From an optimization exercise on the open Yosys and OpenROAD flow, aimed at small area, a short achievable clock period and few clock cycles; shortcuts taken in it are not production practice.
At most, simulation tests tie the RTL to the original design; equivalence was not proved.
The RTL of runs 2 to 4 was laid out without a check of its function.
Power is estimated from default activity; no workload was simulated.

$ cat flow/design.v
module pvc_sel #(parameter W = 1) (
    input  wire         s,
    input  wire [W-1:0] a,       
    input  wire [W-1:0] b,       
    output wire [W-1:0] y
);
    assign y = s ? a : b;
endmodule
module pvc_decoder (
    input  wire        clk,
    input  wire        rst,
    input  wire        s_valid,
    output wire        s_ready,
    input  wire [19:0] s_last,
    input  wire [19:0] s_desc,
    input  wire        s_eob,
    input  wire [13:0] s_bits,
    input  wire        b_valid,
    output wire        b_ready,
    input  wire [19:0] b_data,
    output reg         r_valid,
    output reg  [19:0] r_value,
    output reg         v_valid,
    output reg         v_ok,
    output wire [13:0] v_used
);
    reg        dfull;           
    reg [2:0]  dmode;
    reg [3:0]  dq;
    reg        disd;            
    reg [4:0]  dw1;             
    reg [5:0]  dkb;             
    reg [19:0] dlast;
    reg        deob;
    reg        dfirst;          
    reg        nfirst;          
    reg        gd, gn;          
    reg        sr;              
    reg [13:0] brem;
    reg [2:0]  ib;
    reg        past;            
    reg        drain;           
    reg [19:0] s0, s1, s2;
    reg [2:0]  v;
    reg [4:0]  p;               
    reg [19:0] ph;              
    reg        vvalid;
    reg [19:0] vy;              
    reg [19:0] vlast;
    reg [3:0]  vsh;             
    reg        vadd;            
    reg        vkeep;           
    reg        veob;
    reg [4:0]  vw;
    reg        vok;
    reg        vfirst;
    reg [13:0] acc;
    assign s_ready = sr;
    assign b_ready = !v[2];
    assign v_used  = acc;
    wire take   = s_valid && sr;
    wire arrive = b_valid && !v[2];
    wire g      = disd ? gd : gn;
    wire dec    = dfull && g;
    wire [59:0] win = {ib[2] ? s2 : 20'd0, ib[1] ? s1 : 20'd0, ib[0] ? s0 : 20'd0};
    wire [38:0] xa = p[4] ? {12'd0, win[42:16]} : win[38:0];
    wire [30:0] xb = p[3] ? xa[38:8] : xa[30:0];
    wire [26:0] xc = p[2] ? xb[30:4] : xb[26:0];
    wire [24:0] xd = p[1] ? xc[26:2] : xc[24:0];
    wire [23:0] x  = p[0] ? xd[24:1] : xd[23:0];
    wire       isp = (dmode == 3'd3) || (dmode == 3'd4);    
    wire [22:0] wl = {s1[2:0] & {3{ib[1]}}, s0};
    wire [3:0]  L;
    genvar gx, gj;
    generate for (gx = 0; gx < 4; gx = gx + 1) begin : g_l
        wire [19:0] t;
        for (gj = 0; gj < 20; gj = gj + 1) begin : g_j
            assign t[gj] = ph[gj] & wl[gj + gx];
        end
        assign L[gx] = ib[0] & (|t);
    end endgenerate
    wire       P = L[0];
    wire       isp0 = (dmode == 3'd3) || (dmode == 3'd4);
    wire [4:0] w1 = dw1;
    wire [4:0] w0 = isp0 ? 5'd1 : dw1;
    wire [4:0] w = disd ? ((L == 4'd0) ? 5'd24 : {1'b0, L} + 5'd4) : (P ? w1 : w0);
    function [7:0] stepv(input [5:0] ss);
        reg [5:0] t;
        begin
            if (ss >= 6'd40)      begin t = ss - 6'd40; stepv = {2'd2, t[4:0], t[4:0] >= 5'd17}; end
            else if (ss >= 6'd20) begin t = ss - 6'd20; stepv = {2'd1, t[4:0], t[4:0] >= 5'd17}; end
            else                                        stepv = {2'd0, ss[4:0], ss[4:0] >= 5'd17};
        end
    endfunction
    wire [7:0] stx  = {2'd1, p, p >= 5'd17};
    wire [7:0] sti  = (p == 5'd19) ? 8'b01_00000_0 : {2'd0, p + 5'd1, p >= 5'd16};
    wire [7:0] stdb = {sti[7:6] + 2'd1, sti[5:0]};
    wire [5:0] swa  = {1'b0, p} + {1'b0, dw1};
    wire [5:0] swb  = {1'b0, p} + dkb;
    wire [7:0] stw  = (dw1 == 5'd21 && p == 5'd19) ? 8'b10_00000_0 :
                      swb[5] ? {2'd1, swb[4:0], swb[4:0] >= 5'd17} : {2'd0, swa[4:0], swa[4:0] >= 5'd17};
    reg  [7:0] st1, st0;
    always @* begin
        case (dmode)
            3'd0:    begin st1 = stx;  st0 = stx; end
            3'd2:    begin st1 = stw;  st0 = stw; end
            3'd3:    begin st1 = stdb; st0 = sti; end
            default: begin st1 = stw;  st0 = sti; end
        endcase
    end
    wire [4:0] u    = p + 5'd4;                               
    wire [7:0] st24 = p[4] ? {2'd2, 1'b0, p[3:0], 1'b0} : {2'd1, u, p >= 5'd13};
    wire [4:0] ub = {~p[4], p[3:0]};
    wire [3:0] ug = u[3:0] & L, ut = u[3:0] ^ L;
    wire [3:0] bg = p[3:0] & L, bt = p[3:0] ^ L;
    wire ua1 = ug[0];
    wire ua2 = ug[1] | ut[1] & ug[0];
    wire ua3 = ug[2] | ut[2] & ug[1] | ut[2] & ut[1] & ug[0];
    wire ua4 = ug[3] | ut[3] & ug[2] | ut[3] & ut[2] & ug[1] | ut[3] & ut[2] & ut[1] & ug[0];
    wire ba1 = bg[0];
    wire ba2 = bg[1] | bt[1] & bg[0];
    wire ba3 = bg[2] | bt[2] & bg[1] | bt[2] & bt[1] & bg[0];
    wire ba4 = bg[3] | bt[3] & bg[2] | bt[3] & bt[2] & bg[1] | bt[3] & bt[2] & bt[1] & bg[0];
    wire [4:0] sa = {u[4] ^ ua4, ut ^ {ua3, ua2, ua1, 1'b0}};        
    wire [4:0] sb = {ub[4] ^ ba4, bt ^ {ba3, ba2, ba1, 1'b0}};       
    wire ge20 = p[4] | ba4;                                           
    wire [7:0] std = (L == 4'd0) ? st24 :
                     ge20 ? {2'd1, sb, sb >= 5'd17} : {2'd0, sa, sa >= 5'd17};
    wire [7:0] st  = disd ? std : (P ? st1 : st0);
    wire [1:0] A   = st[7:6];
    wire [4:0] pw  = st[5:1];
    wire       phi = st[0];
    wire        bhi = |brem[13:6];
    wire [6:0]  tb  = {1'b0, brem[5:0]} - {2'b0, p};    
    wire s_gt = !bhi && ($signed(tb) < $signed({2'b0, w}));
    wire s_eq = !bhi && (tb == {2'b0, w});
    wire [14:0] dmask;
    generate for (gx = 0; gx < 15; gx = gx + 1) begin : g_mask
        assign dmask[gx] = (L > gx);
    end endgenerate
    wire [15:0] dsx  = {x[18:4], 1'b0};
    wire        dsgn = dsx[L];
    wire [19:0] dext = {{5{dsgn}}, (x[18:4] & dmask) | ({15{dsgn}} & ~dmask)};
    wire [19:0] y    = disd ? ((L == 4'd0) ? x[23:4] : dext) : (isp ? x[20:1] : x[19:0]);
    reg [4:0] w1_in;
    always @* begin
        case (s_desc[19:17])
            3'd0:    w1_in = 5'd20;
            3'd2:    w1_in = 5'd20 - {1'b0, s_desc[15:12]};
            3'd3:    w1_in = 5'd21;
            default: w1_in = 5'd21 - {1'b0, s_desc[15:12]};
        endcase
    end
    wire ib3 = bhi || (brem[5:0] > 6'd60);
    wire ib4 = |brem[13:7] || (brem[6:0] > 7'd80);
    wire [4:0] ibx = {ib4, ib3, ib};
    wire [1:0] nib = ib[2] ? 2'd3 : ib[1] ? 2'd2 : ib[0] ? 2'd1 : 2'd0;
    wire [1:0] deo = ib[1] ? 2'd2 : ib[0] ? 2'd1 : 2'd0;     
    reg [1:0] d;
    always @* begin
        d = 2'd0;
        if (drain)
            d = (v[0] && ib[0]) ? 2'd1 : 2'd0;
        else if (dec)
            d = deob ? deo : (A != 2'd0 && ib[0]) ? ((A == 2'd2 && ib[1]) ? 2'd2 : 2'd1) : 2'd0;
    end
    wire [2:0] v_sh  = (d == 2'd0) ? v : (d == 2'd1) ? {1'b0, v[2:1]} : {2'b00, v[2]};
    wire [2:0] v_nxt;
    pvc_sel #(3) u_v (.s(arrive), .a({v_sh[1:0], 1'b1}), .b(v_sh), .y(v_nxt));
    wire ctx = sr && nfirst;
    wire [13:0] bsub = (d == 2'd0) ? brem :
                       (d == 2'd1) ? (ib[1] ? brem - 14'd20 : 14'd0) :
                                     (ib[2] ? brem - 14'd40 : 14'd0);
    wire [2:0] ibsub = (d == 2'd0) ? ib : (d == 2'd1) ? ibx[3:1] : ibx[4:2];
    wire [2:0] ibnew = {s_bits > 14'd40, s_bits > 14'd20, s_bits != 14'd0};
    wire drain_nxt = dec ? (deob && ib[2]) : (drain && (d == 2'd1 ? ib[1] : ib[0]));
    wire [4:0] p_nxt = dec ? (deob ? 5'd0 : pw) : p;
    wire [19:0] ph_nxt = 20'd1 << p_nxt;
    wire dfull_nxt = take || (dfull && !dec);
    wire deob_nxt  = sr ? s_eob : deob;
    wire [2:0] vs0 = v_sh;
    wire [2:0] vs1 = (d == 2'd0) ? {v[1:0], 1'b1} : (d == 2'd1) ? {1'b0, v[1], 1'b1} : 3'b001;
    wire [1:0] nva   = v[2] ? 2'd3 : v[1] ? 2'd2 : v[0] ? 2'd1 : 2'd0;
    wire       allk0 = !ibx[{1'b0, nva}];
    wire       allk1 = !ibx[{1'b0, nva} + 3'd1];
    function [1:0] gnext(input [2:0] vn, input allk);    
        reg alls;
        begin
            alls = !ctx && allk;
            if (drain_nxt)
                gnext = 2'b00;
            else if (dec && deob)                         
                gnext = {vn[1], vn[1]};
            else if (dec)
                gnext = {allk || vn[2] || (vn[1] && !phi), allk || vn[1]};
            else
                gnext = {alls || vn[2] || (vn[1] && p < 5'd17), alls || vn[1]};
        end
    endfunction
    wire [1:0] g0 = gnext(vs0, allk0);
    wire [1:0] g1 = gnext(vs1, allk1);
    wire [1:0] g_nxt;
    pvc_sel #(2) u_g (.s(arrive), .a(g1), .b(g0), .y(g_nxt));
    wire gd_nxt = g_nxt[1];
    wire gn_nxt = g_nxt[0];
    wire [2:0] gib  = ctx ? 3'b111 : ibsub;
    wire isd_new    = (s_desc[19:17] == 3'd1);
    wire g_new, g_old;
    pvc_sel u_gnew (.s(isd_new), .a(gd_nxt), .b(gn_nxt), .y(g_new));
    pvc_sel u_gold (.s(disd),    .a(gd_nxt), .b(gn_nxt), .y(g_old));
    wire dstay  = dfull && !dec;
    wire sr_t1  = !drain_nxt && !(s_eob && gib[2]) && g_new;
    wire sr_t0  = !drain_nxt && !(dstay && deob && gib[2]) && (!dstay || g_old);
    wire sr_nxt;
    pvc_sel u_sr (.s(take), .a(sr_t1), .b(sr_t0), .y(sr_nxt));
    wire [19:0] z = vy << vsh;
    wire [19:0] r = vadd ? vlast + vy : vkeep ? vlast : z;
    always @(posedge clk) begin
        if (rst) begin
            dfull   <= 1'b0;
            nfirst  <= 1'b1;
            gd      <= 1'b0;
            gn      <= 1'b0;
            sr      <= 1'b1;
            v       <= 3'd0;
            p       <= 5'd0;
            ph      <= 20'd1;
            drain   <= 1'b0;
            vvalid  <= 1'b0;
            r_valid <= 1'b0;
            v_valid <= 1'b0;
        end else begin
            dfull   <= dfull_nxt;
            gd      <= gd_nxt;
            gn      <= gn_nxt;
            sr      <= sr_nxt;
            v       <= v_nxt;
            p       <= p_nxt;
            ph      <= ph_nxt;
            drain   <= drain_nxt;
            if (take)
                nfirst <= s_eob;
            vvalid  <= dec;
            r_valid <= vvalid;
            v_valid <= vvalid && veob;
        end
        if (sr) begin
            dmode  <= s_desc[19:17];
            disd   <= (s_desc[19:17] == 3'd1);
            dw1    <= w1_in;
            dkb    <= {1'b0, w1_in} + 6'd12;
            dq     <= s_desc[15:12];
            dlast  <= s_last;
            deob   <= s_eob;
            dfirst <= nfirst;
        end
        brem <= ctx ? s_bits : bsub;
        ib   <= ctx ? ibnew : ibsub;
        if (ctx)
            past <= 1'b0;
        else if (dec)
            past <= past || s_gt;
        case (d)
            2'd0: begin
                if (!v[0]) s0 <= b_data;
                if (!v[1]) s1 <= b_data;
                if (!v[2]) s2 <= b_data;
            end
            2'd1: begin
                s0 <= v[1] ? s1 : b_data;
                s1 <= v[2] ? s2 : b_data;
                s2 <= b_data;
            end
            default: begin
                s0 <= v[2] ? s2 : b_data;
                s1 <= b_data;
                s2 <= b_data;
            end
        endcase
        vy     <= y;
        vlast  <= dlast;
        vsh    <= (dmode == 3'd2 || dmode == 3'd4) ? dq : 4'd0;
        vadd   <= disd && (L != 4'd0);
        vkeep  <= isp && !P;
        veob   <= deob;
        vw     <= w;
        vok    <= !past && s_eq;
        vfirst <= dfirst;
        r_value <= r;
        v_ok    <= vok;
        acc <= ((vvalid && vfirst) ? 14'd0 : acc) + {9'd0, vw & {5{vvalid}}};
    end
endmodule
$ cat flow/flow/run.sh
#!/bin/bash
set -euo pipefail
export SETUP_SLACK_MARGIN=8
bash standard.sh > standard_flow.log 2>&1
$ cat flow/standard.sh
#!/bin/bash
# synth_recipe.tcl (not shown) runs the flow's synth.tcl, then flattens the netlist and writes it again
# the make line also repeats each setting of config.mk as NAME=value (left out here)
make -C /OpenROAD-flow-scripts/flow DESIGN_CONFIG=/design/flow/config.mk WORK_HOME=/design/flow/orfs CLKGATE_MAP_FILE= SYNTH_SCRIPT=/design/flow/synth_recipe.tcl "${@:-finish}"
$ cat flow/config.mk
export PLATFORM = sky130hd
export DESIGN_NAME = pvc_decoder
export DESIGN_NICKNAME = pvc_decoder
export VERILOG_FILES = /design/flow/design.v
export SDC_FILE = /design/flow/constraint.sdc
export NUM_CORES = 4
export LEC_CHECK = 0
export ABC_AREA = 1
export CAP_MARGIN = 20
export CORE_MARGIN = 2
export CORE_UTILIZATION = 40
export CTS_CLUSTER_DIAMETER = 250
export CTS_CLUSTER_SIZE = 18
export SLEW_MARGIN = 20
export SYNTH_HIERARCHICAL = 1
export TNS_END_PERCENT = 5
$ cat flow/constraint.sdc
create_clock -name core_clock -period 12.0 [get_ports {clk}]
set_input_delay 2.4000 -clock core_clock [delete_from_list [all_inputs] [get_ports {clk}]]
set_output_delay 2.4000 -clock core_clock [all_outputs]
set_load 0.01 [all_outputs]
==> results.sh, run 1 <==
export IMPL_outcome="finished clean"
export IMPL_arrival_ns=4.60
export IMPL_fmax_mhz=243
export IMPL_worstPathBufferInverterCount=2
export IMPL_power_density_mw_per_mm2=166
export IMPL_ant_nets=0
export IMPL_critPathSlowestCell="edfxtp_1"
export IMPL_clk_latency_ns=0.54
export IMPL_max_stage_delay_ns=0.51
export IMPL_pin_count=118
export IMPL_syn_instance_count=2386
export IMPL_grt_usage_pct=24.8
export IMPL_drtIter0Drc=1383
export IMPL_die_area_mm2=0.0425
export IMPL_fin_crit_sh_pct=34.3
export IMPL_post_place_ws_ns=6.20
export IMPL_clock_path_buffers=3
export IMPL_multi_input_area_mm2=0.00959
export IMPL_tns_ns=0
export IMPL_drive_above_1_share_pct=8.05
export IMPL_synth_edff_count=75
export IMPL_dieHeight_um=206
export IMPL_fin_cells=3018
export IMPL_irDropWorstVdd_v=0.0000799
export IMPL_synth_area_leaders="dfxtp_1 (21%), nand2_1 (17%), edfxtp_1 (14%), o21ai_0 (6.6%), inv_1 (5.4%)"
export IMPL_numCtsBuffers=17
export IMPL_h_tree_depth=1
export IMPL_rsz0062_at_grt="yes"
export IMPL_synthDistinctLibCells=66
export IMPL_hold_path_class="flop to flop"
export IMPL_critPathLaunchType="flop"
export IMPL_wl_mm=52.6
export IMPL_critical_path_top_delay_family="simple AND/OR/NAND/NOR gates"
export IMPL_crit_type="flop to flop"
export IMPL_cts_sinks=243
export IMPL_ys_warn_count=7
export IMPL_drc_errors=0
export IMPL_ys_flop_type="dfxtp_1"
export IMPL_hold_viol_final=0
export IMPL_clkTransAtPathRegs_ns=0.09
export IMPL_diodes=0
export IMPL_synth_area_mm2=0.0164
export IMPL_power_mw=3.14
export IMPL_rows=74
export IMPL_routedWlPerCell_um=17.4
export IMPL_yosys_area_top_type_share_pct=20.6
export IMPL_coreArea_mm2=0.0406
export IMPL_cap_violations=0
export IMPL_grt_max_degree=45
export IMPL_cpMostUsedCell="nand2_1"
export IMPL_final_nets=2629
export IMPL_grt_first_pass_wirelength_mm=82.8
export IMPL_finClkSkew_ns=0.0341
export IMPL_synth_top_cell_by_area="dfxtp_1"
export IMPL_setup_viol=0
export IMPL_drtPass1Iterations=5
export IMPL_place_inst=2939
export IMPL_root_buffer="clkbuf_16"
export IMPL_synth_nets=2538
export IMPL_antenna_found_initial=2
export IMPL_drv_slew=0
export IMPL_syn_to_final_growth_pct=15.9
export IMPL_finalCriticalPeriod_ns=4.12
export IMPL_final_util_pct=46.7
export IMPL_grt_pass1_vias=15300
export IMPL_ys_ff_latch=243
export IMPL_io_buffers=104
export IMPL_cp_required_ns=12.49
export IMPL_fp_dieW_um=206
export IMPL_ys_seq_area_share_pct=34.3
export IMPL_start_util_pct=40.3
export IMPL_fillers=4130
export IMPL_via_count=16500
export IMPL_place_congestion=0.929
export IMPL_p_leak_nw=8.44
export IMPL_tightest_slew_ns=1.01
export IMPL_dp_hpwl_mm=37.9
export IMPL_overflow=0
export IMPL_relSlewSlack_pct=32.4
export IMPL_tritoncts="yes"
export IMPL_timing_final_ws_setup_ns=7.88
export IMPL_cp_max_fo=5
export IMPL_via_per_inst=5.46
export IMPL_cp_end_kind="flop"
export IMPL_seq_area_mm2=0.00562
export IMPL_synth_async_sr_flop_share_pct=0
export IMPL_avgSynthCellArea_um2=6.86
## modules after synthesis, one instance, submodules excluded, a selection
module	times used	cells inside
pvc_decoder	1	2357
pvc_sel	3	4
## registers in the layout, indices dropped and copies added (netlist names), 14 cells and up
signal / cells
acc: 14
brem: 14
dlast: 20
ph: 20
r_value: 20
s0: 20
s1: 20
s2: 20
vlast: 20
vy: 20
## synthesized netlist by cell type, drive strengths merged (3+ instances only)
library cell,number
mux2i,9
o211ai,49
ha,68
nor3b,3
a211oi,5
clkinv,6
o21a,3
o2111ai,3
nand3,102
dfxtp,168
xnor2,18
a21oi,127
fa,5
o22ai,32
a21o,3
nor2,204
clkbuf,61
a32oi,7
and2,5
buf,40
o21bai,4
or2,12
nand2,729
xor2,30
inv,245
nor3,22
o221ai,7
edfxtp,75
nand4,17
a31oi,12
nor4,5
a22o,5
o21ai,268
a221oi,6
o31ai,12
a22oi,7
## per-layer routing
metal | routed length [um] | up-vias | GRT usage, %
met5 | 30 | - | 0
met4 | 1970 | 4 | 9.36
met3 | 4010 | 119 | 4.19
met2 | 23400 | 629 | 39.2
met1 | 23200 | 7590 | 34.0
li1 | - | 8131 | -
## worst paths after layout
path,end,slack (ns),cells past startpoint,startpoint
worst max-delay path,sr,7.88,32,s0[18]
worst min-delay path,v_ok,0.33,0,vok
worst max register to register,sr,7.88,32,s0[18]
worst min register to register,v_ok,0.33,0,vok
## worst register-to-register path, delay by kind of cell (launching register included)
family | cells | cell delay, ns
buffers and inverters | 2 | 0.33
AO/OA/AOI/OAI | 3 | 0.31
AND/OR/NAND/NOR | 25 | 2.42
adder cells (fa/ha/maj) | 2 | 0.48
flip-flops | 1 | 0.51
## layout make-up
class                           count  area share, %
Multi-Input combinational cell   1797           50.6
Sequential cell                   243           29.6
Timing Repair Buffer              167           8.47
Inverter                          251           5.26
Tap cell                          532           3.51
Clock buffer                       27           2.44
Clock inverter                      1         0.0594
## placed cells by master, fill, tap and decap left out, types with 7 or more instances in the layout
cell type          n
o211ai_1          29
nand4_1           17
a21oi_1          121
clkbuf_16         17
o21ai_0          213
edfxtp_1          75
o21ai_1           52
nor3_1            22
nand2_4           11
a22oi_1            7
dfxtp_1          167
nor2_1           199
a31oi_1           11
xor2_1            30
nand2_1          701
o22ai_1           32
or2_2              8
buf_4             54
xnor2_1           17
nand3_1           98
a32oi_1            7
inv_2             12
clkbuf_1          10
ha_1              62
o221ai_1           7
clkdlybuf4s50_1  104
inv_1            226
o31ai_1           12
mux2i_1            9
nand2_2           18
o211ai_2          20
## cell families (layout without fill, tap and decap cells)
| group | count (synthesis) | count (layout) | share of synthesized area [%] |
|---|---|---|---|
| buffers and inverters | 352 | 446 | 8.90 |
| xor gates and xnor gates | 48 | 48 | 2.57 |
| muxes | 9 | 9 | 0.551 |
| adders and majority gates | 73 | 73 | 5.81 |
| DFF | 243 | 243 | 34.3 |
| AOI/OAI and AO/OA | 558 | 559 | 20.3 |
| other | 1 | 1 | 0.0229 |
| and+or+nand+nor | 1102 | 1107 | 27.5 |
## through the flow
step | area (um^2) | hold WS (ns)
after floorplan | 16400 | 0.310
after global placement | 17700 | 0.311
after detailed placement | 17700 | 0.317
after CTS | 18800 | 0.337
after global routing | 19000 | 0.347
final | 19000 | 0.332
## repair_timing
action	CTS	global route
hold buffers	0	0
pin swaps	33	27
gates resized for setup	59	28
cloned	7	0
setup buffers	39	5
setup endpoints to repair	143	113
## power breakdown
part	total, mW	internal (mW)	leakage [nW]	switching (mW)
logic	1.42	0.552	6.05	0.867
clock network	0.565	0.268	0.227	0.297
registers	1.15	1.02	2.16	0.131
Testbench counts, summed over its fixed seeds: cycles 31,734.
==> inputs of run 2 (changes only) <==
--- a/flow/design.v
+++ b/flow/design.v
@@ -6,6 +6,48 @@
 );
     assign y = s ? a : b;
 endmodule
+module pvc_step (
+    input  wire [19:0] ph,
+    input  wire [4:0]  p,
+    input  wire [19:0] s0,
+    input  wire [2:0]  s1lo,
+    input  wire        ib0,       
+    input  wire        ib1,       
+    input  wire        disd,
+    input  wire [7:0]  st1,
+    input  wire [7:0]  st0,
+    output wire [3:0]  L,
+    output wire [7:0]  st
+);
+    wire [22:0] wl = {s1lo & {3{ib1}}, s0};
+    genvar gx, gj;
+    generate for (gx = 0; gx < 4; gx = gx + 1) begin : g_l
+        wire [19:0] t;
+        for (gj = 0; gj < 20; gj = gj + 1) begin : g_j
+            assign t[gj] = ph[gj] & wl[gj + gx];
+        end
+        assign L[gx] = ib0 & (|t);
+    end endgenerate
+    wire [4:0] u    = p + 5'd4;                               
+    wire [7:0] st24 = p[4] ? {2'd2, 1'b0, p[3:0], 1'b0} : {2'd1, u, p >= 5'd13};
+    wire [4:0] ub = {~p[4], p[3:0]};
+    wire [3:0] ug = u[3:0] & L, ut = u[3:0] ^ L;
+    wire [3:0] bg = p[3:0] & L, bt = p[3:0] ^ L;
+    wire ua1 = ug[0];
+    wire ua2 = ug[1] | ut[1] & ug[0];
+    wire ua3 = ug[2] | ut[2] & ug[1] | ut[2] & ut[1] & ug[0];
+    wire ua4 = ug[3] | ut[3] & ug[2] | ut[3] & ut[2] & ug[1] | ut[3] & ut[2] & ut[1] & ug[0];
+    wire ba1 = bg[0];
+    wire ba2 = bg[1] | bt[1] & bg[0];
+    wire ba3 = bg[2] | bt[2] & bg[1] | bt[2] & bt[1] & bg[0];
+    wire ba4 = bg[3] | bt[3] & bg[2] | bt[3] & bt[2] & bg[1] | bt[3] & bt[2] & bt[1] & bg[0];
+    wire [4:0] sa = {u[4] ^ ua4, ut ^ {ua3, ua2, ua1, 1'b0}};        
+    wire [4:0] sb = {ub[4] ^ ba4, bt ^ {ba3, ba2, ba1, 1'b0}};       
+    wire ge20 = p[4] | ba4;                                           
+    wire [7:0] std = (L == 4'd0) ? st24 :
+                     ge20 ? {2'd1, sb, sb >= 5'd17} : {2'd0, sa, sa >= 5'd17};
+    assign st = disd ? std : (L[0] ? st1 : st0);
+endmodule
 module pvc_decoder (
     input  wire        clk,
     input  wire        rst,
@@ -69,16 +111,9 @@
     wire [24:0] xd = p[1] ? xc[26:2] : xc[24:0];
     wire [23:0] x  = p[0] ? xd[24:1] : xd[23:0];
     wire       isp = (dmode == 3'd3) || (dmode == 3'd4);    
-    wire [22:0] wl = {s1[2:0] & {3{ib[1]}}, s0};
-    wire [3:0]  L;
+    wire [3:0] L;
+    wire [7:0] st;
     genvar gx, gj;
-    generate for (gx = 0; gx < 4; gx = gx + 1) begin : g_l
-        wire [19:0] t;
-        for (gj = 0; gj < 20; gj = gj + 1) begin : g_j
-            assign t[gj] = ph[gj] & wl[gj + gx];
-        end
-        assign L[gx] = ib[0] & (|t);
-    end endgenerate
     wire       P = L[0];
     wire       isp0 = (dmode == 3'd3) || (dmode == 3'd4);
     wire [4:0] w1 = dw1;
@@ -108,25 +143,10 @@
             default: begin st1 = stw;  st0 = sti; end
         endcase
     end
-    wire [4:0] u    = p + 5'd4;                               
-    wire [7:0] st24 = p[4] ? {2'd2, 1'b0, p[3:0], 1'b0} : {2'd1, u, p >= 5'd13};
-    wire [4:0] ub = {~p[4], p[3:0]};
-    wire [3:0] ug = u[3:0] & L, ut = u[3:0] ^ L;
-    wire [3:0] bg = p[3:0] & L, bt = p[3:0] ^ L;
-    wire ua1 = ug[0];
-    wire ua2 = ug[1] | ut[1] & ug[0];
-    wire ua3 = ug[2] | ut[2] & ug[1] | ut[2] & ut[1] & ug[0];
-    wire ua4 = ug[3] | ut[3] & ug[2] | ut[3] & ut[2] & ug[1] | ut[3] & ut[2] & ut[1] & ug[0];
-    wire ba1 = bg[0];
-    wire ba2 = bg[1] | bt[1] & bg[0];
-    wire ba3 = bg[2] | bt[2] & bg[1] | bt[2] & bt[1] & bg[0];
-    wire ba4 = bg[3] | bt[3] & bg[2] | bt[3] & bt[2] & bg[1] | bt[3] & bt[2] & bt[1] & bg[0];
-    wire [4:0] sa = {u[4] ^ ua4, ut ^ {ua3, ua2, ua1, 1'b0}};        
-    wire [4:0] sb = {ub[4] ^ ba4, bt ^ {ba3, ba2, ba1, 1'b0}};       
-    wire ge20 = p[4] | ba4;                                           
-    wire [7:0] std = (L == 4'd0) ? st24 :
-                     ge20 ? {2'd1, sb, sb >= 5'd17} : {2'd0, sa, sa >= 5'd17};
-    wire [7:0] st  = disd ? std : (P ? st1 : st0);
+    pvc_step u_step (
+        .ph(ph), .p(p), .s0(s0), .s1lo(s1[2:0]), .ib0(ib[0]), .ib1(ib[1]),
+        .disd(disd), .st1(st1), .st0(st0), .L(L), .st(st)
+    );
     wire [1:0] A   = st[7:6];
     wire [4:0] pw  = st[5:1];
     wire       phi = st[0];
--- a/flow/config.mk
+++ b/flow/config.mk
@@ -9,8 +9,5 @@
 export CAP_MARGIN = 20
 export CORE_MARGIN = 2
 export CORE_UTILIZATION = 40
-export CTS_CLUSTER_DIAMETER = 250
-export CTS_CLUSTER_SIZE = 18
 export SLEW_MARGIN = 20
 export SYNTH_HIERARCHICAL = 1
-export TNS_END_PERCENT = 5
==> run 2 against run 1 <==
  * Still clean
  * Wire length grew 6.8%
  * Clock power is 61% higher
  * Global-route usage is 0.99 points higher
  * Clock-buffer cell count is 8 higher
  * Critical path depth is 5 higher
  * Final cell count grew 2.6%
  * Sequential power barely moved
==> results.sh, run 2 <==
export IMPL_tns_ns=0
export IMPL_diodes=0
export IMPL_tritoncts="yes"
export IMPL_power_internal_mw=2.17
export IMPL_wl_met1_mm=24.9
export IMPL_clk_latency_ns=0.57
export IMPL_drc_errors=0
export IMPL_routedWlPerCell_um=18.2
export IMPL_outcome="finished clean"
export IMPL_via_count=17000
export IMPL_final_nets=2692
export IMPL_power_density_mw_per_mm2=175
export IMPL_clock_path_buffers=3
export IMPL_cap_violations=0
export IMPL_dp_hpwl_mm=39.4
export IMPL_root_buffer="clkbuf_16"
export IMPL_antenna_found_initial=1
export IMPL_top_layer="met4"
export IMPL_max_stage_delay_ns=0.46
export IMPL_synthDistinctLibCells=60
export IMPL_grt_max_degree=45
export IMPL_arrival_ns=4.98
export IMPL_swShare_pct=38.7
export IMPL_die_area_mm2=0.0427
export IMPL_cp_max_fo=8
export IMPL_cp_required_ns=12.52
export IMPL_drtIter0Drc=1581
export IMPL_critPathLaunchType="flop"
export IMPL_p_leak_nw=8.98
export IMPL_comb_power_share_pct=41.1
export IMPL_holdBufCountCts=0
export IMPL_hold_viol_final=0
export IMPL_worstPathBufferInverterCount=6
export IMPL_drv_slew=0
export IMPL_via_per_inst=5.50
export IMPL_synth_async_sr_flop_share_pct=0
export IMPL_avgSynthCellArea_um2=6.83
export IMPL_synth_top_cell_by_area="dfxtp_1"
export IMPL_synth_area_leaders="dfxtp_1 (20%), nand2_1 (15%), edfxtp_1 (14%), nand3_1 (8.2%), o21ai_0 (6.5%)"
export IMPL_syn_to_final_growth_pct=23.0
export IMPL_drtPass1Iterations=5
export IMPL_final_util_pct=49.6
export IMPL_fillers=4074
export IMPL_synth_nets=2557
export IMPL_seqPwrFrac_pct=33.2
export IMPL_coreArea_mm2=0.0407
export IMPL_dr_wl_met2_mm=26.0
export IMPL_layout_common_cells="nand2_1 (647), nand3_1 (269), inv_1 (231)"
export IMPL_grt_usage_pct=25.8
export IMPL_final_common_cell="nand2_1"
export IMPL_hold_path_class="flop to flop"
export IMPL_tightest_slew_ns=0.848
export IMPL_yosysMostFrequentCell="nand2_1"
export IMPL_grt_pass1_vias=15800
export IMPL_synth_edff_count=75
export IMPL_rsz0062_at_grt="yes"
export IMPL_irDropWorstVdd_v=0.000120
export IMPL_r2r_start="ib[1]"
export IMPL_ys_warn_count=7
export IMPL_start_util_pct=40.4
export IMPL_place_congestion=0.942
export IMPL_cts_sinks=243
export IMPL_setup_viol=0
export IMPL_grt_first_pass_wirelength_mm=86.7
export IMPL_clkTransAtPathRegs_ns=0.06
export IMPL_critical_path_top_delay_family="simple AND/OR/NAND/NOR gates"
export IMPL_overflow=0
export IMPL_switching_power_mw=1.37
export IMPL_crit_type="flop to flop"
export IMPL_yosys_area_top_type_share_pct=20.5
export IMPL_finalCriticalPeriod_ns=4.46
export IMPL_finClkSkew_ns=0.0231
export IMPL_relSlewSlack_pct=43.1
export IMPL_ys_flop_type="dfxtp_1"
export IMPL_io_buffers=104
export IMPL_hp_start="dlast[4]"
export IMPL_ys_ff_latch=243
export IMPL_fmax_mhz=224
export IMPL_synth_area_mm2=0.0164
export IMPL_h_tree_depth=1
export IMPL_ys_top_cells_by_count="nand2_1 (664), nand3_1 (271), inv_1 (243)"
export IMPL_startpoint="ib[1]"
export IMPL_drive_above_1_share_pct=10.8
export IMPL_syn_instance_count=2407
export IMPL_wl_mm=56.2
export IMPL_dieHeight_um=207
export IMPL_p_clk_share_pct=25.7
export IMPL_rows=74
export IMPL_met3_length_mm=3.86
export IMPL_numCtsBuffers=28
export IMPL_fp_dieW_um=207
export IMPL_critPathSlowestCell="edfxtp_1"
export IMPL_fin_crit_sh_pct=37.2
export IMPL_pin_count=118
export IMPL_ys_seq_area_share_pct=34.2
export IMPL_cp_end_kind="flop"
export IMPL_ant_nets=0
-- run 2: cell types whose count changed in the layout (fill, tap and decap cells not counted), moves of 19 or more --
cell	before	now
o211ai_2	20	0
o22ai_1	32	10
o21ai_1	52	13
nor2_1	199	179
a21oi_1	121	102
nand3_1	98	269
nand2_1	701	647
-- run 2: area by class of cell --
class	count	area [um^2]	share of cell area, %
tap	532	666	3.29
multi-input combinational	1816	9740	48.2
inverter	256	1020	5.06
timing repair buffer	194	2170	10.7
sequential	243	5630	27.8
clock inverter	17	215	1.06
clock buffer	35	768	3.80
timing repair inverter	3	20.0	0.0990
-- run 2: cells by family after synthesis --
group | Yosys count | synth area share, %
compound gates | 484 | 17.2
xor+xnor | 56 | 2.98
fa+ha+maj | 71 | 5.63
buf+inv | 349 | 8.68
flops | 243 | 34.2
mux | 2 | 0.122
other cells | 1 | 0.0228
simple gates | 1201 | 31.2
-- run 2: what timing repair did --
item,in CTS,in global routing
endpoints found under the setup margin,141,107
resized for setup,87,66
pin swaps,22,38
gates cloned,12,4
buffers inserted,41,20
hold endpoints to repair,0,0
-- run 2: power by group through the flow --
stage | Clock, mW | Combinational [mW] | Sequential, mW
2_1_floorplan | 0 | 0.902 | 1.15
3_3_place_gp | 0 | 1.29 | 1.19
3_5_place_dp | 0 | 1.30 | 1.19
4_1_cts | 0.930 | 1.39 | 1.17
5_1_grt | 0.957 | 1.63 | 1.19
6_report | 0.911 | 1.46 | 1.18
-- run 2: through the flow --
step	instance area [um^2]	instances	power [mW]	worst slack [ns]	hold WS, ns
floorplan	16500	2407	2.05	8.00	0.310
global placement	17900	2967	2.48	6.14	0.318
detailed placement	17900	2967	2.49	6.05	0.325
CTS	19700	3072	3.50	7.68	0.341
global route	20200	3096	3.78	7.30	0.348
finish	20200	3096	3.54	7.54	0.340
-- run 2: metal layers --
| layer | track usage, % | up-vias |
|---|---|---|
| met5 | 0 | - |
| met4 | 7.57 | 0 |
| met3 | 3.44 | 88 |
| met2 | 43.0 | 615 |
| met1 | 35.0 | 7992 |
| li1 | - | 8340 |
-- run 2: worst paths after layout --
path | endpoint | slack [ns] | cells past startpoint
max | sr | 7.54 | 37
min reg2reg | vlast[4] | 0.34 | 0
max reg2reg | sr | 7.54 | 37
min | vlast[4] | 0.34 | 0
-- run 2: Yosys stat by module (local to each module, per instance), a selection --
module / flip-flops and latches / cell area (um^2) / cells inside / copies in the design
pvc_decoder: 243 / 15000 / 2091 / 1
pvc_step: 0 / 1350 / 287 / 1
pvc_sel: 0 / 15.0 / 4 / 3
-- run 2: worst reg2reg max path, delay by kind of cell (launching register included) --
kind,cells,cell delay (ns)
simple gates,20,1.67
compound gates,9,1.07
buf+inv,6,0.74
fa+ha+maj,2,0.47
flops,1,0.46
==> inputs of run 3 (changes only) <==
--- a/flow/design.v
+++ b/flow/design.v
@@ -6,48 +6,6 @@
 );
     assign y = s ? a : b;
 endmodule
-module pvc_step (
-    input  wire [19:0] ph,
-    input  wire [4:0]  p,
-    input  wire [19:0] s0,
-    input  wire [2:0]  s1lo,
-    input  wire        ib0,       
-    input  wire        ib1,       
-    input  wire        disd,
-    input  wire [7:0]  st1,
-    input  wire [7:0]  st0,
-    output wire [3:0]  L,
-    output wire [7:0]  st
-);
-    wire [22:0] wl = {s1lo & {3{ib1}}, s0};
-    genvar gx, gj;
-    generate for (gx = 0; gx < 4; gx = gx + 1) begin : g_l
-        wire [19:0] t;
-        for (gj = 0; gj < 20; gj = gj + 1) begin : g_j
-            assign t[gj] = ph[gj] & wl[gj + gx];
-        end
-        assign L[gx] = ib0 & (|t);
-    end endgenerate
-    wire [4:0] u    = p + 5'd4;                               
-    wire [7:0] st24 = p[4] ? {2'd2, 1'b0, p[3:0], 1'b0} : {2'd1, u, p >= 5'd13};
-    wire [4:0] ub = {~p[4], p[3:0]};
-    wire [3:0] ug = u[3:0] & L, ut = u[3:0] ^ L;
-    wire [3:0] bg = p[3:0] & L, bt = p[3:0] ^ L;
-    wire ua1 = ug[0];
-    wire ua2 = ug[1] | ut[1] & ug[0];
-    wire ua3 = ug[2] | ut[2] & ug[1] | ut[2] & ut[1] & ug[0];
-    wire ua4 = ug[3] | ut[3] & ug[2] | ut[3] & ut[2] & ug[1] | ut[3] & ut[2] & ut[1] & ug[0];
-    wire ba1 = bg[0];
-    wire ba2 = bg[1] | bt[1] & bg[0];
-    wire ba3 = bg[2] | bt[2] & bg[1] | bt[2] & bt[1] & bg[0];
-    wire ba4 = bg[3] | bt[3] & bg[2] | bt[3] & bt[2] & bg[1] | bt[3] & bt[2] & bt[1] & bg[0];
-    wire [4:0] sa = {u[4] ^ ua4, ut ^ {ua3, ua2, ua1, 1'b0}};        
-    wire [4:0] sb = {ub[4] ^ ba4, bt ^ {ba3, ba2, ba1, 1'b0}};       
-    wire ge20 = p[4] | ba4;                                           
-    wire [7:0] std = (L == 4'd0) ? st24 :
-                     ge20 ? {2'd1, sb, sb >= 5'd17} : {2'd0, sa, sa >= 5'd17};
-    assign st = disd ? std : (L[0] ? st1 : st0);
-endmodule
 module pvc_decoder (
     input  wire        clk,
     input  wire        rst,
@@ -105,15 +63,23 @@
     wire g      = disd ? gd : gn;
     wire dec    = dfull && g;
     wire [59:0] win = {ib[2] ? s2 : 20'd0, ib[1] ? s1 : 20'd0, ib[0] ? s0 : 20'd0};
-    wire [38:0] xa = p[4] ? {12'd0, win[42:16]} : win[38:0];
-    wire [30:0] xb = p[3] ? xa[38:8] : xa[30:0];
-    wire [26:0] xc = p[2] ? xb[30:4] : xb[26:0];
-    wire [24:0] xd = p[1] ? xc[26:2] : xc[24:0];
-    wire [23:0] x  = p[0] ? xd[24:1] : xd[23:0];
+    wire [4:0]  pk = p + (disd ? 5'd4 : (dmode == 3'd3 || dmode == 3'd4) ? 5'd1 : 5'd0);
+    wire [34:0] xa = pk[4] ? {8'd0, win[42:16]} : win[34:0];
+    wire [26:0] xb = pk[3] ? xa[34:8] : xa[26:0];
+    wire [22:0] xc = pk[2] ? xb[26:4] : xb[22:0];
+    wire [20:0] xd = pk[1] ? xc[22:2] : xc[20:0];
+    wire [19:0] x  = pk[0] ? xd[20:1] : xd[19:0];
     wire       isp = (dmode == 3'd3) || (dmode == 3'd4);    
-    wire [3:0] L;
-    wire [7:0] st;
+    wire [22:0] wl = {s1[2:0] & {3{ib[1]}}, s0};
+    wire [3:0]  L;
     genvar gx, gj;
+    generate for (gx = 0; gx < 4; gx = gx + 1) begin : g_l
+        wire [19:0] t;
+        for (gj = 0; gj < 20; gj = gj + 1) begin : g_j
+            assign t[gj] = ph[gj] & wl[gj + gx];
+        end
+        assign L[gx] = ib[0] & (|t);
+    end endgenerate
     wire       P = L[0];
     wire       isp0 = (dmode == 3'd3) || (dmode == 3'd4);
     wire [4:0] w1 = dw1;
@@ -143,10 +109,25 @@
             default: begin st1 = stw;  st0 = sti; end
         endcase
     end
-    pvc_step u_step (
-        .ph(ph), .p(p), .s0(s0), .s1lo(s1[2:0]), .ib0(ib[0]), .ib1(ib[1]),
-        .disd(disd), .st1(st1), .st0(st0), .L(L), .st(st)
-    );
+    wire [4:0] u    = p + 5'd4;                               
+    wire [7:0] st24 = p[4] ? {2'd2, 1'b0, p[3:0], 1'b0} : {2'd1, u, p >= 5'd13};
+    wire [4:0] ub = {~p[4], p[3:0]};
+    wire [3:0] ug = u[3:0] & L, ut = u[3:0] ^ L;
+    wire [3:0] bg = p[3:0] & L, bt = p[3:0] ^ L;
+    wire ua1 = ug[0];
+    wire ua2 = ug[1] | ut[1] & ug[0];
+    wire ua3 = ug[2] | ut[2] & ug[1] | ut[2] & ut[1] & ug[0];
+    wire ua4 = ug[3] | ut[3] & ug[2] | ut[3] & ut[2] & ug[1] | ut[3] & ut[2] & ut[1] & ug[0];
+    wire ba1 = bg[0];
+    wire ba2 = bg[1] | bt[1] & bg[0];
+    wire ba3 = bg[2] | bt[2] & bg[1] | bt[2] & bt[1] & bg[0];
+    wire ba4 = bg[3] | bt[3] & bg[2] | bt[3] & bt[2] & bg[1] | bt[3] & bt[2] & bt[1] & bg[0];
+    wire [4:0] sa = {u[4] ^ ua4, ut ^ {ua3, ua2, ua1, 1'b0}};        
+    wire [4:0] sb = {ub[4] ^ ba4, bt ^ {ba3, ba2, ba1, 1'b0}};       
+    wire ge20 = p[4] | ba4;                                           
+    wire [7:0] std = (L == 4'd0) ? st24 :
+                     ge20 ? {2'd1, sb, sb >= 5'd17} : {2'd0, sa, sa >= 5'd17};
+    wire [7:0] st  = disd ? std : (P ? st1 : st0);
     wire [1:0] A   = st[7:6];
     wire [4:0] pw  = st[5:1];
     wire       phi = st[0];
@@ -158,10 +139,10 @@
     generate for (gx = 0; gx < 15; gx = gx + 1) begin : g_mask
         assign dmask[gx] = (L > gx);
     end endgenerate
-    wire [15:0] dsx  = {x[18:4], 1'b0};
+    wire [15:0] dsx  = {x[14:0], 1'b0};
     wire        dsgn = dsx[L];
-    wire [19:0] dext = {{5{dsgn}}, (x[18:4] & dmask) | ({15{dsgn}} & ~dmask)};
-    wire [19:0] y    = disd ? ((L == 4'd0) ? x[23:4] : dext) : (isp ? x[20:1] : x[19:0]);
+    wire [19:0] dext = {{5{dsgn}}, (x[14:0] & dmask) | ({15{dsgn}} & ~dmask)};
+    wire [19:0] y    = (disd && L != 4'd0) ? dext : x;
     reg [4:0] w1_in;
     always @* begin
         case (s_desc[19:17])
--- a/flow/config.mk
+++ b/flow/config.mk
@@ -9,5 +9,7 @@
 export CAP_MARGIN = 20
 export CORE_MARGIN = 2
 export CORE_UTILIZATION = 40
+export CTS_CLUSTER_SIZE = 24
 export SLEW_MARGIN = 20
 export SYNTH_HIERARCHICAL = 1
+export TNS_END_PERCENT = 5
==> run 3 against run 2 <==
  * Still clean on timing, DRC and antenna
  * Sequential power about the same
  * Sequential share of layout area rose by 0.93 points
  * Register-to-register slack gained 0.21 ns
  * Cell area down 3.3%
  * Fmax is 5.0% higher
  * Clock-buffer cell count up 1
  * Synthesized cell count is 2.9% lower
  * Power down 0.42%
==> results.sh, run 3 <==
export IMPL_h_tree_depth=1
export IMPL_fp_dieW_um=205
export IMPL_final_common_cell="nand2_1"
export IMPL_synth_area_mm2=0.0161
export IMPL_path_cells="buf_4 > a22o_1 > inv_1 > nand4_1 > nor3b_4 > nor2_4 > ha_4 > o21bai_4 > a21oi_2 > ha_2 > buf_4 > xnor2_1 > o211ai_1 > nand3_1 > o21ai_0 > inv_2 > nand3_1 > o21ai_0"
export IMPL_cp_end_kind="flop"
export IMPL_drc_errors=0
export IMPL_synthAdderAreaFrac_pct=6.13
export IMPL_post_place_ws_ns=6.60
export IMPL_finalCriticalPeriod_ns=4.25
export IMPL_drive_above_1_share_pct=9.27
export IMPL_synth_xor_area_share_pct=2.67
export IMPL_yosysMostFrequentCell="nand2_1"
export IMPL_cts_sinks=243
export IMPL_clock_path_buffers=3
export IMPL_overflow=0
export IMPL_worstPathBufferInverterCount=4
export IMPL_avgSynthCellArea_um2=6.90
export IMPL_power_mw=3.53
export IMPL_fin_crit_sh_pct=35.4
export IMPL_place_congestion=0.907
export IMPL_cp_required_ns=12.39
export IMPL_yosys_area_share_simple_pct=30.4
export IMPL_grt_max_degree=44
export IMPL_arrival_ns=4.64
export IMPL_clkTransAtPathRegs_ns=0.06
export IMPL_cap_violations=0
export IMPL_dp_hpwl_mm=37.2
export IMPL_final_util_pct=49.2
export IMPL_holdBufCountCts=0
export IMPL_cp_max_fo=7
export IMPL_relSlewSlack_pct=28.7
export IMPL_max_stage_delay_ns=0.49
export IMPL_ant_nets=0
export IMPL_critPathSlowestCell="edfxtp_1"
export IMPL_grt_first_pass_wirelength_mm=83.8
export IMPL_tns_ns=0
export IMPL_hold_viol_final=0
export IMPL_synthDistinctLibCells=67
export IMPL_grt_pass1_vias=15500
export IMPL_clk_latency_ns=0.57
export IMPL_synth_nets=2492
export IMPL_tritoncts="yes"
export IMPL_setup_viol=0
export IMPL_synth_top_cell_by_area="dfxtp_1"
export IMPL_rsz0062_at_grt="yes"
export IMPL_rows=73
export IMPL_ys_flop_type="dfxtp_1"
export IMPL_synth_top_family_by_area="simple AND/OR/NAND/NOR gates"
export IMPL_ys_warn_count=7
export IMPL_layout_common_cells="nand2_1 (653), inv_1 (235), nor2_1 (214)"
export IMPL_hold_path_class="flop to flop"
export IMPL_syn_instance_count=2337
export IMPL_fillers=3989
export IMPL_final_nets=2625
export IMPL_io_buffers=104
export IMPL_ys_seq_area_share_pct=34.8
export IMPL_final_area_mm2=0.0196
export IMPL_fin_cells=3017
export IMPL_synth_compound_area_share_pct=16.5
export IMPL_ys_ff_latch=243
export IMPL_routedWlPerCell_um=17.8
export IMPL_grt_usage_pct=25.3
export IMPL_timing_final_ws_setup_ns=7.75
export IMPL_die_area_mm2=0.0419
export IMPL_irDropWorstVdd_v=0.000114
export IMPL_finClkSkew_ns=0.0223
export IMPL_start_util_pct=40.6
export IMPL_drtIter0Drc=1480
export IMPL_tightest_slew_ns=1.06
export IMPL_synth_async_sr_flop_share_pct=0
export IMPL_numCtsBuffers=28
export IMPL_wl_mm=53.7
export IMPL_dpl_cell_area_mm2=0.0175
export IMPL_diodes=0
export IMPL_fmax_mhz=235
export IMPL_pin_count=118
export IMPL_outcome="finished clean"
export IMPL_critPathLaunchType="flop"
export IMPL_rrSetupSlack_ns=7.75
export IMPL_drv_slew=0
export IMPL_timing_hold_ws_ns=0.330
export IMPL_synth_area_leaders="dfxtp_1 (21%), nand2_1 (16%), edfxtp_1 (14%), nand3_1 (6.4%), inv_1 (5.7%)"
export IMPL_yosys_area_top_type_share_pct=20.9
export IMPL_ys_top_cells_by_count="nand2_1 (667), inv_1 (244), nor2_1 (216)"
export IMPL_synth_edff_count=75
export IMPL_syn_to_final_growth_pct=21.2
export IMPL_p_leak_nw=8.90
export IMPL_via_per_inst=5.45
export IMPL_coreArea_mm2=0.0397
export IMPL_dieHeight_um=205
export IMPL_critical_path_top_delay_family="compound AO/OA/AOI/OAI gates"
export IMPL_crit_type="flop to flop"
export IMPL_root_buffer="clkbuf_16"
export IMPL_antenna_found_initial=1
export IMPL_power_density_mw_per_mm2=181
export IMPL_place_inst=2885
export IMPL_synthMuxAreaShare_pct=0.372
export IMPL_drtPass1Iterations=6
export IMPL_via_count=16400
## run 3: logic make-up (layout without fill, tap and decap cells)
| family | after synthesis | count (layout) |
|---|---|---|
| buffers and inverters | 350 | 497 |
| other | 1 | 1 |
| xor gates and xnor gates | 47 | 48 |
| muxes | 6 | 6 |
| DFF | 243 | 243 |
| adders and majority gates | 76 | 76 |
| AOI/OAI and AO/OA | 445 | 446 |
| and+or+nand+nor | 1169 | 1175 |
## run 3: area by class of cell
cell class / instances / area (um^2) / area share (%)
clock inverters: 16 / 248 / 1.27
repair inverters: 1 / 8.76 / 0.0448
repair buffers: 186 / 1850 / 9.44
multi-input cells: 1752 / 9380 / 48.0
clock buffers: 36 / 772 / 3.95
well taps: 525 / 657 / 3.36
inverters: 258 / 1020 / 5.20
flip-flops and latches: 243 / 5620 / 28.7
## run 3: worst register-to-register path, stage by stage, from the launching register on
cell,delay (ns)
edfxtp_1,0.49
buf_4,0.20
a22o_1,0.22
inv_1,0.05
nand4_1,0.15
nor3b_4,0.32
nor2_4,0.12
ha_4,0.33
o21bai_4,0.08
a21oi_2,0.16
ha_2,0.21
buf_4,0.14
xnor2_1,0.14
o211ai_1,0.14
nand3_1,0.10
o21ai_0,0.38
inv_2,0.30
nand3_1,0.09
o21ai_0,0.45
## run 3: worst paths after layout
| path | end | depth (start not counted) | start |
|---|---|---|---|
| min | v_ok | 0 | vok |
| min reg2reg | v_ok | 0 | vok |
| max | ph[0] | 18 | s0[10] |
| max reg2reg | ph[0] | 18 | s0[10] |
## run 3: metal layers
| metal | vias up | part of all wire, % | global-route usage (%) |
|---|---|---|---|
| li1 | 8065 | - | - |
| met1 | 7629 | 43 | 33.3 |
| met2 | 622 | 45 | 41.7 |
| met3 | 127 | 7.9 | 4.72 |
| met4 | 0 | 3.3 | 8.41 |
| met5 | - | 0 | 0 |
## run 3: report_power, final
group          total, mW  switching [mW]  internal (mW)
Clock              0.952           0.352          0.600
Combinational       1.41           0.853          0.560
Sequential          1.16           0.137           1.03
## run 3: timing repair
item,in CTS,in global routing
gates cloned,11,2
pin swaps,38,15
buffers inserted,51,16
resized for setup,70,20
setup endpoints to repair,162,114
## run 3: Yosys stat by module (local to each module, per instance), excerpt
module | flops+latches | area, um^2
pvc_decoder | 243 | 16000
pvc_sel | 0 | 15.0
==> inputs of run 4 (changes only) <==
--- a/flow/config.mk
+++ b/flow/config.mk
@@ -9,7 +9,8 @@
 export CAP_MARGIN = 20
 export CORE_MARGIN = 2
 export CORE_UTILIZATION = 40
-export CTS_CLUSTER_SIZE = 24
+export CTS_CLUSTER_DIAMETER = 250
+export CTS_CLUSTER_SIZE = 18
 export SLEW_MARGIN = 20
 export SYNTH_HIERARCHICAL = 1
 export TNS_END_PERCENT = 5
==> run 4 against run 3 <==
  * Setup slack improved by 0.051 ns
  * Fmax increased by 1.2%
  * Flip-flop and latch count unchanged
  * Via count decreased by 1.4%
  * Largest power group unchanged
  * Hold slack improved by 0.0069 ns
  * Global-route usage decreased by 0.25 points
  * Sequential share of layout area increased by 0.87 points
  * Clock power decreased by about 40%
  * Clock-buffer cell count decreased by 10
  * Highest routed layer unchanged
  * Power decreased by 11%
  * Wire length decreased by 1.4%
  * Non-clock buffer count decreased by 2
==> results.sh, run 4 <==
export IMPL_ys_ff_latch=243
export IMPL_holdBufCountCts=0
export IMPL_cap_violations=0
export IMPL_outcome="finished clean"
export IMPL_h_tree_depth=1
export IMPL_seqPwrFrac_pct=37.1
export IMPL_ys_top_cells_by_count="nand2_1 (667), inv_1 (244), nor2_1 (216)"
export IMPL_grt_max_degree=44
export IMPL_synth_area_mm2=0.0161
export IMPL_via_per_inst=5.43
export IMPL_root_buffer="clkbuf_16"
export IMPL_drtPass1Iterations=8
export IMPL_final_nets=2611
export IMPL_cts_sinks=243
export IMPL_rsz0062_at_grt="yes"
export IMPL_drive_above_1_share_pct=8.36
export IMPL_coreArea_mm2=0.0397
export IMPL_ant_nets=0
export IMPL_routedWlPerCell_um=17.7
export IMPL_grt_most_used_layer="met2"
export IMPL_crit_path_end="ph[0]"
export IMPL_comb_power_share_pct=44.7
export IMPL_power_mw=3.14
export IMPL_drc_errors=0
export IMPL_fmax_mhz=238
export IMPL_finClkSkew_ns=0.0532
export IMPL_reg2reg_to="ph[0]"
export IMPL_r2r_start="s0[17]"
export IMPL_path_cells="a22o_1 > a221oi_2 > nand4_1 > nor3b_4 > nor2_4 > ha_4 > o21bai_4 > a21oi_2 > ha_2 > buf_4 > xnor2_1 > o211ai_1 > nand3_1 > o21ai_0 > inv_2 > nand3_1 > o21ai_0"
export IMPL_synth_async_sr_flop_share_pct=0
export IMPL_worst_path_stages=17
export IMPL_clock_path_buffers=3
export IMPL_hold_path_class="flop to flop"
export IMPL_critPathLaunchType="flop"
export IMPL_yosysMostFrequentCell="nand2_1"
export IMPL_p_clk_share_pct=18.2
export IMPL_cp_required_ns=12.40
export IMPL_arrival_ns=4.60
export IMPL_worstPathBufferInverterCount=2
export IMPL_syn_to_final_growth_pct=17.7
export IMPL_avgSynthCellArea_um2=6.90
export IMPL_synth_top_cell_by_area="dfxtp_1"
export IMPL_relSlewSlack_pct=28.2
export IMPL_rows=73
export IMPL_setup_viol=0
export IMPL_grt_first_pass_wirelength_mm=82.9
export IMPL_grt_usage_pct=25.1
export IMPL_cp_end_kind="flop"
export IMPL_io_buffers=104
export IMPL_die_area_mm2=0.0419
export IMPL_wl_mm=53.0
export IMPL_via_count=16200
export IMPL_crit_type="flop to flop"
export IMPL_place_congestion=0.907
export IMPL_dieHeight_um=205
export IMPL_ys_seq_area_share_pct=34.8
export IMPL_max_stage_delay_ns=0.53
export IMPL_critical_path_top_delay_family="compound AO/OA/AOI/OAI gates"
export IMPL_drtIter0Drc=1452
export IMPL_fin_cells=2990
export IMPL_switching_power_mw=1.29
export IMPL_ys_warn_count=7
export IMPL_layout_common_cells="nand2_1 (655), inv_1 (235), nor2_1 (213)"
export IMPL_finalCriticalPeriod_ns=4.20
export IMPL_synth_nets=2492
export IMPL_yosys_area_top_type_share_pct=20.9
export IMPL_synthDistinctLibCells=67
export IMPL_swShare_pct=41.0
export IMPL_place_inst=2885
export IMPL_grtUsageMet1_pct=33.1
export IMPL_p_leak_nw=8.63
export IMPL_irDropWorstVdd_v=0.0000796
export IMPL_rrSetupSlack_ns=7.80
export IMPL_clk_latency_ns=0.55
export IMPL_grt_pass1_vias=15300
export IMPL_timing_hold_ws_ns=0.337
export IMPL_grt_use_met2_pct=41.4
export IMPL_final_common_cell="nand2_1"
export IMPL_synth_area_leaders="dfxtp_1 (21%), nand2_1 (16%), edfxtp_1 (14%), nand3_1 (6.4%), inv_1 (5.7%)"
export IMPL_tns_ns=0
export IMPL_ys_flop_type="dfxtp_1"
export IMPL_power_internal_mw=1.85
export IMPL_antenna_found_initial=1
export IMPL_clkTransAtPathRegs_ns=0.09
export IMPL_fin_crit_sh_pct=35.0
export IMPL_pin_count=118
export IMPL_power_density_mw_per_mm2=165
export IMPL_final_util_pct=47.8
export IMPL_startpoint="s0[17]"
export IMPL_fp_dieW_um=205
export IMPL_tightest_slew_ns=1.07
export IMPL_syn_instance_count=2337
export IMPL_fillers=4093
export IMPL_start_util_pct=40.6
export IMPL_hold_viol_final=0
export IMPL_dp_hpwl_mm=37.2
export IMPL_overflow=0
export IMPL_tritoncts="yes"
export IMPL_cp_max_fo=7
export IMPL_drv_slew=0
export IMPL_rr_worst_depth=17
export IMPL_numCtsBuffers=17
export IMPL_met3_usage_pct=4.14
export IMPL_critPathSlowestCell="edfxtp_1"
export IMPL_diodes=0
export IMPL_synth_edff_count=75
run 4: cell types whose count changed in the layout (fill, tap and decap cells not counted), sizes merged:
cell    previous run  this run
clkbuf            36        26
clkinv            13         5
bufinv             7         0
buf               78        76
inv              253       254
nand2            685       684
run 4: worst min path at each step:
| stage | slack [ns] | cells past startpoint | from | end |
|---|---|---|---|---|
| after floorplan | 0.31 | 0 | vok | v_ok |
| after global placement | 0.32 | 0 | vok | v_ok |
| after detailed placement | 0.32 | 0 | vok | v_ok |
| after CTS | 0.34 | 0 | vok | v_ok |
| after global routing | 0.35 | 0 | dlast[0] | vlast[0] |
| final | 0.34 | 0 | vok | v_ok |
run 4: what timing repair did:
action | CTS | global route
pin swaps | 38 | 9
buffers inserted | 49 | 16
resized for setup | 68 | 22
setup endpoints to repair | 162 | 115
cloned | 11 | 1
run 4: power groups by stage:
stage	registers [mW]	logic (mW)	clock network (mW)
after floorplan	1.15	0.904	0
after detailed placement	1.19	1.30	0
after global routing	1.18	1.57	0.614
after global placement	1.18	1.28	0
after CTS	1.16	1.37	0.590
final	1.16	1.40	0.571
run 4: final cells by class:
type | instances | area (um^2) | area share (%)
Clock inverter | 2 | 20.0 | 0.105
Timing Repair Buffer | 184 | 1830 | 9.66
Timing Repair inverter | 1 | 8.76 | 0.0461
Sequential cell | 243 | 5620 | 29.6
Inverter | 258 | 1020 | 5.38
Clock buffer | 26 | 459 | 2.42
Multi-Input combinational cell | 1751 | 9360 | 49.3
Tap cell | 525 | 657 | 3.46
run 4: stage by stage:
step	worst slack [ns]	cell area, um^2
floorplan	7.70	16200
global placement	6.65	17500
detailed placement	6.60	17500
CTS	7.87	18800
global route	7.59	19000
finish	7.80	19000
run 4: metal layers:
metal	share of wire (%)	wire (um)
met2	46	24200
met5	0	0
met4	3.4	1800
met1	44	23100
met3	7.4	3920
run 4: kinds of logic after synthesis:
group                    Yosys count  share of synthesized area [%]
other                              1                         0.0233
flip-flops                       243                           34.8
buffers and inverters            350                           9.04
multiplexers                       6                          0.372
AO/OA/AOI/OAI                    445                           16.5
XOR/XNOR                          47                           2.67
AND/OR/NAND/NOR                 1169                           30.4
adder cells (fa/ha/maj)           76                           6.13
run 4: Yosys stat by module, one instance, submodules excluded, a selection:
module	flops+latches	times used	cells
pvc_decoder	243	1	2308
pvc_sel	0	3	4

separate check: timing with driven ports:
The results above use ideal ports. As a check the final layouts listed here were re-extracted and re-timed, cells and wires unchanged.
Step 1 assumes that a clkbuf_16 drives the clock port and a buf_2 every other input.
Step 2, shift: input delay + t, output delay - t, t = (earliest + latest rising clock arrival at the registers) / 2. This alone moves slack from input paths to output paths.
a / b / c = no drivers / after step 1 / after step 2; a / b = the first two.
run	t (ns)	setup slack, ns	worst hold slack (ns)	clock arrival spread, ns
run 1	0.577	7.882 / 7.882 / 7.606	0.332 / 0.332 / 0.332	0.034 / 0.034
run 2	0.619	7.542 / 7.542 / 7.542	0.340 / 0.340 / 0.340	0.025 / 0.025
run 3	0.617	7.752 / 7.752 / 7.537	0.330 / 0.330 / 0.330	0.023 / 0.022
run 4	0.580	7.804 / 7.804 / 7.551	0.337 / 0.337 / 0.337	0.053 / 0.053
After both steps every run listed still meets setup and hold. The setup slack of run 1, which loses most, moves by 0.000 ns with the drivers and by -0.276 ns with both steps.
